This is an optimization exercise on Yosys and OpenROAD, whose aim is small area, not a production implementation.
Where RTL was checked, it was by simulation tests only, not by an equivalence proof against the original.

Design cis_ecc, start of the top module:
module cis_ecc (
    input  wire        clk,
    input  wire        rst_n,
    input  wire        wr_valid,
    input  wire [63:0] wr_data,
    input  wire        wr_poison,
    input  wire [15:0] wr_inj,
    output wire         wc_valid,
    output wire  [15:0] wc_check,
    input  wire        rd_valid,
    input  wire [63:0] rd_data,
    input  wire [15:0] rd_check,
    output reg          rr_valid,
    output wire  [63:0] rr_data,
    output wire         rr_ce,
    output wire         rr_ue,
    output wire  [4:0]  rr_sym
);
Size: ~860 cells after synthesis, ~250 I/O pins.
clock: 5.5 ns
lec_check: 0
cap_margin: 20
core_margin: 2
core_utilization: 65
slew_margin: 20
standard.sh (not shown) runs the stock make flow with config.mk's settings and CLKGATE_MAP_FILE= SYNTH_SCRIPT=/design/flow/synth_recipe.tcl, a recipe that flattens the netlist after the stock synthesis.
==> flow/flow/run.sh <==
#!/bin/bash
# The standard layout with these changes:
#  - synthesis is the standard flow's own script (synth_recipe.tcl, run unchanged), except
#    that its ABC mapping step uses flow/area.abc, an area-oriented mapping;
#  - buf_1 cells as the port buffers (the default pick is a larger, slower
#    delay buffer);
#  - the clock tree is built from clkbuf_8 cells, without dummy loads.
set -euo pipefail
work=$PWD
{
  echo "# synth_recipe.tcl with its abc call pointed at flow/area.abc"
  echo "proc abc {args} {"
  echo "  set i [lsearch -exact \$args -script]"
  echo "  if {\$i >= 0} { lset args [expr {\$i + 1}] $work/flow/area.abc }"
  echo "  puts \"abc (own flow): \$args\""
  echo "  yosys abc {*}\$args"
  echo "}"
  cat "$work/synth_recipe.tcl"
} > "$work/own_synth.tcl"
cts="-sink_clustering_enable -repair_clock_nets -buf_list sky130_fd_sc_hd__clkbuf_8"
cts="$cts -root_buf sky130_fd_sc_hd__clkbuf_8 -dont_use_dummy_load"
cts="$cts -sink_clustering_size 28 -sink_clustering_max_diameter 80"
bash standard.sh "SYNTH_SCRIPT=$work/own_synth.tcl" \
  "BUFFER_PORTS_ARGS=-buffer_cell sky130_fd_sc_hd__buf_1" \
  "CTS_ARGS=$cts" finish > standard_flow.log 2>&1
==> flow/flow/area.abc <==
&get -n
&st
&syn3
&st
&dch -f
&nf -R 1000 -p -F 8 -A 4 -a
&st
&dch -f
&nf -R 1000 -p -F 8 -A 4 -a
&put
The starting point completed with no timing, DRC or antenna violations.
Rerun with:
CAP_MARGIN = 5   (was 20)
CORE_UTILIZATION = 70   (was 65)
GPL_TIMING_DRIVEN = 0   (was default)
SLEW_MARGIN = 5   (was 20)
What happened: Cell area shrinks slightly. First-iteration DRC count grows by a little under a tenth. Synthesized cell count does not change. Clock-buffer cell count does not change. Sequential cell count does not change. Wire length shrinks by a few percent. Setup slack gets worse by 450 ps.
Rerun with:
--- a/flow/flow/run.sh
+++ b/flow/flow/run.sh
@@ -20,2 +20,2 @@
-cts="-sink_clustering_enable -repair_clock_nets -buf_list sky130_fd_sc_hd__clkbuf_8"
-cts="$cts -root_buf sky130_fd_sc_hd__clkbuf_8 -dont_use_dummy_load"
+cts="-sink_clustering_enable -repair_clock_nets -buf_list sky130_fd_sc_hd__clkbuf_4"
+cts="$cts -root_buf sky130_fd_sc_hd__clkbuf_16 -dont_use_dummy_load"
CAP_MARGIN = 20   (was 5)
CORE_UTILIZATION = 65   (was 70)
SLEW_MARGIN = 20   (was 5)
The changed run finished with timing, DRC and antenna clean; routed wire length grows by 1.7%; design area climbs by 1.3%; utilization fell by 6.1 points; area after synthesis does not change; worst setup slack loses 41 ps.
Rerun with:
--- a/flow/flow/run.sh
+++ b/flow/flow/run.sh
@@ -20,3 +20,2 @@
-cts="-sink_clustering_enable -repair_clock_nets -buf_list sky130_fd_sc_hd__clkbuf_4"
-cts="$cts -root_buf sky130_fd_sc_hd__clkbuf_16 -dont_use_dummy_load"
-cts="$cts -sink_clustering_size 28 -sink_clustering_max_diameter 80"
+cts="-repair_clock_nets -buf_list sky130_fd_sc_hd__clkbuf_8"
+cts="$cts -root_buf sky130_fd_sc_hd__clkbuf_8 -dont_use_dummy_load"
CAP_MARGIN = 5   (was 20)
SLEW_MARGIN = 5   (was 20)
Outcome: The changed run completed without violations; worst hold slack got worse by 45 ps; via count falls by 0.45%; die area does not change; clock-buffer cell count stays the same; final area shrinks by 1.3%; utilization drops by 1.0 points; final cell count stays flat.
Rerun with:
--- a/flow/flow/run.sh
+++ b/flow/flow/run.sh
@@ -20 +20 @@
-cts="-repair_clock_nets -buf_list sky130_fd_sc_hd__clkbuf_8"
+cts="-sink_clustering_enable -repair_clock_nets -buf_list sky130_fd_sc_hd__clkbuf_8"
@@ -21,0 +22 @@
+cts="$cts -sink_clustering_size 28 -sink_clustering_max_diameter 80"
CAP_MARGIN = 20   (was 5)
SLEW_MARGIN = 20   (was 5)
Effect: The new run completed without violations. Global-route usage came out higher by 0.74 points. Routed wire length came out higher by 2.7%. Sequential share of layout area hardly moves. Count of clock-buffer cells in the layout is unchanged. Area after synthesis does not change. Fmax came out higher by 4.6%.
Rerun with:
--- a/flow/flow/run.sh
+++ b/flow/flow/run.sh
@@ -2,4 +2,6 @@
-# The standard layout with these changes:
-#  - synthesis is the standard flow's own script (synth_recipe.tcl, run unchanged), except
-#    that its ABC mapping step uses flow/area.abc, an area-oriented mapping;
-#  - buf_1 cells as the port buffers (the default pick is a larger, slower
+# The standard layout (standard.sh, ORFS from synthesis to the routed
+# layout) with these changes:
+#  - synthesis runs the standard flow's own script (synth_recipe.tcl) unchanged, except
+#    that its ABC mapping step reads flow/area.abc, an area-oriented mapping,
+#    instead of ORFS's speed script;
+#  - the port buffers are buf_1 cells (the default pick is a larger, slower
@@ -7,0 +10,2 @@
+# ORFS's logs stay under orfs/logs/; make's own output goes to
+# standard_flow.log in this folder.
@@ -20 +24 @@
-cts="-sink_clustering_enable -repair_clock_nets -buf_list sky130_fd_sc_hd__clkbuf_8"
+cts="-sink_clustering_enable -repair_clock_nets -buf_list \"sky130_fd_sc_hd__clkbuf_4 sky130_fd_sc_hd__clkbuf_8\""
@@ -22 +25,0 @@
-cts="$cts -sink_clustering_size 28 -sink_clustering_max_diameter 80"
CAP_MARGIN = 5   (was 20)
SLEW_MARGIN = 5   (was 20)
After rerunning:
- With this change the flow failed in clock tree synthesis on STA-0564
- area after synthesis stays the same
- synthesized cell count is unchanged

* * *

Setup of oak:
Another version of the RTL of cis_ecc (not shown whole).
Size: roughly 940 cells after synthesis, roughly 72 flip-flops, roughly 9300 sq um of cells after synthesis.
clock: 5.5 ns
lec_check: 0
cap_margin: 20
core_margin: 2
core_utilization: 40
slew_margin: 20
run.sh (not shown) runs the stock make flow with config.mk's settings and CLKGATE_MAP_FILE= SYNTH_SCRIPT=/design/flow/synth_recipe.tcl, a recipe that flattens the netlist after the stock synthesis.
Stock flow here: none of the scripts above is used.
oak | stages: all done | timing, DRC, antenna: all pass
Edits applied to the flow inputs when going from oak to pine:
==> flow/flow/run.sh (new file) <==
#!/bin/bash
# The standard layout, with buf_1 cells as the port buffers (the standard
# flow's default choice, a delay buffer, is larger and slower).
set -euo pipefail
bash standard.sh "BUFFER_PORTS_ARGS=-buffer_cell sky130_fd_sc_hd__buf_1" finish > standard_flow.log 2>&1
==> flow/standard.sh (new file) <==
#!/bin/bash
# synth_recipe.tcl (not shown) runs the flow's synth.tcl, then flattens the netlist and writes it again
# the make line also repeats each setting of config.mk as NAME=value (left out here)
make -C /OpenROAD-flow-scripts/flow DESIGN_CONFIG=/design/flow/config.mk WORK_HOME=/design/flow/orfs CLKGATE_MAP_FILE= SYNTH_SCRIPT=/design/flow/synth_recipe.tcl "${@:-finish}"
removed: flow/run.sh
Cmp pine vs oak: aggregate routed wire length lower in pine. As far as remaining antenna violation count after routing goes, pine and oak are indistinguishable; the numbers are identical. More vias were needed by oak than by pine.
Function was not checked in any run of this note: the RTL went through the layout flow alone.

* * *

Another version of the RTL of cis_ecc (not shown whole).
Size: about 880 cells after synthesis, roughly 84 flip-flops, roughly 7800 um2 of cells after synthesis.
export LEC_CHECK = 0
export CAP_MARGIN = 20
export CORE_MARGIN = 2
export CORE_UTILIZATION = 40
export SLEW_MARGIN = 20
create_clock -name core_clock -period 5.5 [get_ports {clk}]
standard.sh (not shown) runs the stock make flow with config.mk's settings and CLKGATE_MAP_FILE= SYNTH_SCRIPT=/design/flow/synth_recipe.tcl, a recipe that flattens the netlist after the stock synthesis.
==> flow/flow/run.sh <==
#!/bin/bash
# The standard layout with these changes:
#  - synthesis is the standard flow's own script (synth_recipe.tcl, run unchanged), except
#    that its ABC mapping step uses flow/area.abc, an area-oriented mapping;
#  - buf_1 cells as the port buffers (the default pick is a larger, slower
#    delay buffer);
#  - the clock tree is built from clkbuf_8 cells, without dummy loads.
set -euo pipefail
work=$PWD
{
  echo "# synth_recipe.tcl with its abc call pointed at flow/area.abc"
  echo "proc abc {args} {"
  echo "  set i [lsearch -exact \$args -script]"
  echo "  if {\$i >= 0} { lset args [expr {\$i + 1}] $work/flow/area.abc }"
  echo "  puts \"abc (own flow): \$args\""
  echo "  yosys abc {*}\$args"
  echo "}"
  cat "$work/synth_recipe.tcl"
} > "$work/own_synth.tcl"
cts="-sink_clustering_enable -repair_clock_nets -buf_list sky130_fd_sc_hd__clkbuf_8"
cts="$cts -root_buf sky130_fd_sc_hd__clkbuf_8 -dont_use_dummy_load"
bash standard.sh "SYNTH_SCRIPT=$work/own_synth.tcl" \
  "BUFFER_PORTS_ARGS=-buffer_cell sky130_fd_sc_hd__buf_1" \
  "CTS_ARGS=$cts" finish > standard_flow.log 2>&1
==> flow/flow/area.abc <==
&get -n
&st
&dch -f
&nf -R 1000 -p -F 8 -A 4 -a
&put
Then changed:
Settings changed: CORE_UTILIZATION 40 to 65.
What happened:
- The changed run completed with no timing, DRC or antenna violations
- clock-buffer cell count is unchanged
- routed wire length went down by a few percent
- core utilization went up by 30 points
- cell count went down by a little under a tenth
- setup slack is better by 0.33 ns
- non-clock buffer count went down by 5
- design area went down slightly
- maximum frequency went up by a little under a tenth
- area after synthesis is unchanged

* * *

east:
cis_ecc, a different RTL version from the one above (not shown whole).
Size in the first run: about 900 cells after synthesis, roughly 81 flip-flops, ~250 I/O pins, about 0.0081 mm2 of cells after synthesis.
==> flow/config.mk <==
export PLATFORM = sky130hd
export DESIGN_NAME = cis_ecc
export DESIGN_NICKNAME = cis_ecc
export VERILOG_FILES = /design/flow/design.v
export SDC_FILE = /design/flow/constraint.sdc
export NUM_CORES = 4
export LEC_CHECK = 0
export CAP_MARGIN = 20
export CORE_MARGIN = 2
export CORE_UTILIZATION = 40
export SLEW_MARGIN = 20
==> flow/constraint.sdc <==
create_clock -name core_clock -period 5.5 [get_ports {clk}]
set_input_delay 1.1000 -clock core_clock [delete_from_list [all_inputs] [get_ports {clk}]]
set_output_delay 1.1000 -clock core_clock [all_outputs]
set_load 0.01 [all_outputs]
==> flow/flow/run.sh <==
#!/bin/bash
# The standard layout with two changes:
#  - synthesis is the standard flow's own script (synth_recipe.tcl, run unchanged), except
#    that its ABC mapping step uses flow/area.abc, an area-oriented mapping;
#  - buf_1 cells as the port buffers (the default pick is a larger, slower
#    delay buffer).
set -euo pipefail
work=$PWD
{
  echo "# synth_recipe.tcl with its abc call pointed at flow/area.abc"
  echo "proc abc {args} {"
  echo "  set i [lsearch -exact \$args -script]"
  echo "  if {\$i >= 0} { lset args [expr {\$i + 1}] $work/flow/area.abc }"
  echo "  yosys abc {*}\$args"
  echo "}"
  cat "$work/synth_recipe.tcl"
} > "$work/own_synth.tcl"
bash standard.sh "SYNTH_SCRIPT=$work/own_synth.tcl" \
  "BUFFER_PORTS_ARGS=-buffer_cell sky130_fd_sc_hd__buf_1" finish > standard_flow.log 2>&1
==> flow/flow/area.abc <==
&get -n
&st
&synch2
&nf -R 1000 -p
&put
east completed every stage of the flow, and the final layout passed the timing, design-rule and antenna checks.
### east -> middle
==> flow/flow/run.sh <==
#!/bin/bash
# The standard layout, with buf_1 cells as the port buffers (the standard
# flow's default choice, a delay buffer, is larger and slower).
set -euo pipefail
bash standard.sh "BUFFER_PORTS_ARGS=-buffer_cell sky130_fd_sc_hd__buf_1" finish > standard_flow.log 2>&1
removed: flow/flow/area.abc
--- outcome ---
Detailed-routing iteration count for the pre-antenna-repair pass: middle vs east down 1
Relative to east, design area increased by 590 um2 in middle.

* * *

RTL: one of the versions met above, not the one the previous note started from.
Size in the first run: roughly 81 flip-flops, roughly 7500 µm² of cells after synthesis.
Settings: LEC_CHECK=0, CAP_MARGIN=5, CORE_MARGIN=2, CORE_UTILIZATION=65, GPL_TIMING_DRIVEN=0, SLEW_MARGIN=5; clock period 5.5 ns.
==> flow/flow/run.sh <==
#!/bin/bash
# The standard layout (standard.sh, ORFS from synthesis to the routed
# layout) with these changes:
#  - synthesis runs the standard flow's own script (synth_recipe.tcl) unchanged, except
#    that its ABC mapping step reads flow/area.abc, an area-oriented mapping,
#    instead of ORFS's speed script;
#  - the port buffers are buf_1 cells (the default pick is a larger, slower
#    delay buffer);
#  - the clock tree is built from clkbuf_8 cells, without dummy loads.
# ORFS's logs stay under orfs/logs/; make's own output goes to
# standard_flow.log in this folder.
set -euo pipefail
work=$PWD
{
  echo "# synth_recipe.tcl with its abc call pointed at flow/area.abc"
  echo "proc abc {args} {"
  echo "  set i [lsearch -exact \$args -script]"
  echo "  if {\$i >= 0} { lset args [expr {\$i + 1}] $work/flow/area.abc }"
  echo "  puts \"abc (own flow): \$args\""
  echo "  yosys abc {*}\$args"
  echo "}"
  cat "$work/synth_recipe.tcl"
} > "$work/own_synth.tcl"
cts="-sink_clustering_enable -repair_clock_nets -buf_list sky130_fd_sc_hd__clkbuf_8"
cts="$cts -root_buf sky130_fd_sc_hd__clkbuf_8 -dont_use_dummy_load"
bash standard.sh "SYNTH_SCRIPT=$work/own_synth.tcl" \
  "BUFFER_PORTS_ARGS=-buffer_cell sky130_fd_sc_hd__buf_1" \
  "CTS_ARGS=$cts" finish > standard_flow.log 2>&1
==> flow/flow/area.abc <==
&get -n
&st
&syn3
&st
&dch -f
&nf -R 1000 -p -F 8 -A 4 -a -E 10
&st
&dch -f
&nf -R 1000 -p -F 8 -A 4 -a -E 10
&put
The starting point completed without violations.
==> next run, changes <==
==> flow/flow/run.sh (replaced) <==
#!/bin/bash
# The standard layout with these changes:
#  - synthesis is the standard flow's own script (synth_recipe.tcl, run unchanged), except
#    that its ABC mapping step uses flow/area.abc, an area-oriented mapping;
#  - buf_1 cells as the port buffers (the default pick is a larger, slower
#    delay buffer);
#  - the clock tree is built from clkbuf_8 cells, without dummy loads.
set -euo pipefail
work=$PWD
{
  echo "# synth_recipe.tcl with its abc call pointed at flow/area.abc"
  echo "proc abc {args} {"
  echo "  set i [lsearch -exact \$args -script]"
  echo "  if {\$i >= 0} { lset args [expr {\$i + 1}] $work/flow/area.abc }"
  echo "  puts \"abc (own flow): \$args\""
  echo "  yosys abc {*}\$args"
  echo "}"
  cat "$work/synth_recipe.tcl"
} > "$work/own_synth.tcl"
cts="-sink_clustering_enable -repair_clock_nets -buf_list sky130_fd_sc_hd__clkbuf_8"
cts="$cts -root_buf sky130_fd_sc_hd__clkbuf_8 -dont_use_dummy_load"
cts="$cts -sink_clustering_size 28 -sink_clustering_max_diameter 80"
bash standard.sh "SYNTH_SCRIPT=$work/own_synth.tcl" \
  "BUFFER_PORTS_ARGS=-buffer_cell sky130_fd_sc_hd__buf_1" \
  "CTS_ARGS=$cts" finish > standard_flow.log 2>&1
==> flow/flow/area.abc (replaced) <==
&get -n
&st
&dch -f
&nf -R 1000 -p -F 8 -A 4 -a
&put
--- a/flow/config.mk
+++ b/flow/config.mk
@@ -6,7 +6,6 @@
 export NUM_CORES = 4
 export LEC_CHECK = 0
-export CAP_MARGIN = 5
+export CAP_MARGIN = 20
 export CORE_MARGIN = 2
-export CORE_UTILIZATION = 65
-export GPL_TIMING_DRIVEN = 0
-export SLEW_MARGIN = 5
+export CORE_UTILIZATION = 75
+export SLEW_MARGIN = 20
What happened: The changed run completed with no timing, DRC or antenna violations; routed wire length came out higher by a quarter to a third; die area decreases by roughly a tenth; maximum frequency rose slightly; flip-flop and latch count does not change; hold slack gains 6.2 ps; non-clock buffer count rises by 10; setup slack gets better by 23 ps.
==> next run, changes <==
==> flow/flow/area.abc (replaced) <==
&get -n
&st
&syn3
&st
&dch -f
&nf -R 1000 -p -F 8 -A 4 -a
&st
&dch -f
&nf -R 1000 -p -F 8 -A 4 -a
&put
--- a/flow/config.mk
+++ b/flow/config.mk
@@ -6,6 +6,7 @@
 export NUM_CORES = 4
 export LEC_CHECK = 0
-export CAP_MARGIN = 20
+export CAP_MARGIN = 5
 export CORE_MARGIN = 2
-export CORE_UTILIZATION = 75
-export SLEW_MARGIN = 20
+export CORE_UTILIZATION = 65
+export GPL_TIMING_DRIVEN = 0
+export SLEW_MARGIN = 5
What happened: Final area decreases by 2.3%; global-route usage goes down by 16 points; synthesized area fell by 2.2%; critical path depth went down by 8; non-clock buffer count drops by 9; hold slack loses 4.0 ps; wire length fell by 18%.
==> next run, changes <==
==> flow/flow/run.sh (replaced) <==
#!/bin/bash
# The standard layout (standard.sh, ORFS from synthesis to the routed
# layout) with these changes:
#  - synthesis runs the standard flow's own script (synth_recipe.tcl) unchanged, except
#    that its ABC mapping step reads flow/area.abc, an area-oriented mapping,
#    instead of ORFS's speed script;
#  - the port buffers are buf_1 cells (the default pick is a larger, slower
#    delay buffer);
#  - the clock tree is built from clkbuf_8 cells, without dummy loads.
# ORFS's logs stay under orfs/logs/; make's own output goes to
# standard_flow.log in this folder.
set -euo pipefail
work=$PWD
{
  echo "# synth_recipe.tcl with its abc call pointed at flow/area.abc"
  echo "proc abc {args} {"
  echo "  set i [lsearch -exact \$args -script]"
  echo "  if {\$i >= 0} { lset args [expr {\$i + 1}] $work/flow/area.abc }"
  echo "  puts \"abc (own flow): \$args\""
  echo "  yosys abc {*}\$args"
  echo "}"
  cat "$work/synth_recipe.tcl"
} > "$work/own_synth.tcl"
cts="-sink_clustering_enable -repair_clock_nets -buf_list sky130_fd_sc_hd__clkbuf_4"
cts="$cts -root_buf sky130_fd_sc_hd__clkbuf_8 -sink_clustering_buffer sky130_fd_sc_hd__clkbuf_4 -dont_use_dummy_load"
bash standard.sh "SYNTH_SCRIPT=$work/own_synth.tcl" \
  "BUFFER_PORTS_ARGS=-buffer_cell sky130_fd_sc_hd__buf_1" \
  "CTS_ARGS=$cts" finish > standard_flow.log 2>&1
=> The changed run passed the timing, design-rule and antenna checks; first-iteration DRC count stays the same; cell count is unchanged; global-route usage stays the same; core utilization is unchanged.

[separate check: timing with driven ports]
No port has a modelled driver above. Below, the same layouts with a new extraction and two added sets of constraints.
Step 1, drivers: a clkbuf_16 drives clk and a buf_2 each remaining input, both assumed.
Step 2 times the ports against the registers' clock, not the clock port: input delays grow and output delays shrink by t, the midpoint of the rising clock arrivals with the driver on.
Three values: ideal, step 1, step 2; two values: the first two.
run	t (ns)	setup slack, ns	latest minus earliest clock arrival (ns)
the first run of note 1	0.399	0.936 / 0.929 / 0.530	0.032 / 0.031
the second run of note 1	0.383	0.490 / 0.481 / 0.098	0.047 / 0.047
the third run of note 1	0.382	0.449 / 0.408 / 0.111	0.025 / 0.025
the fourth run of note 1	0.405	0.237 / 0.197 / 0.067	0.033 / 0.033
the fifth run of note 1	0.407	0.468 / 0.431 / 0.080	0.039 / 0.039
oak	0.393	0.255 / 0.264 / -0.129	0.013 / 0.013
pine	0.387	0.206 / 0.215 / -0.171	0.011 / 0.011
the first run of note 3	0.406	0.539 / 0.499 / 0.782	0.037 / 0.037
the second run of note 3	0.394	0.865 / 0.825 / 0.579	0.032 / 0.032
east	0.381	0.372 / 0.338 / 0.719	0.011 / 0.012
middle	0.378	0.639 / 0.600 / 0.978	0.008 / 0.009
the first run of note 5	0.407	0.493 / 0.455 / 0.283	0.036 / 0.036
the second run of note 5	0.404	0.516 / 0.509 / 0.105	0.042 / 0.042
the third run of note 5	0.405	0.237 / 0.197 / 0.067	0.033 / 0.033
the fourth run of note 5	0.405	0.237 / 0.197 / 0.067	0.033 / 0.033
Met with ideal ports but missed after step 2: setup timing in oak and pine. The setup slack of the second run of note 5, which loses most, moves by -0.007 ns with the drivers and by -0.411 ns with both steps.
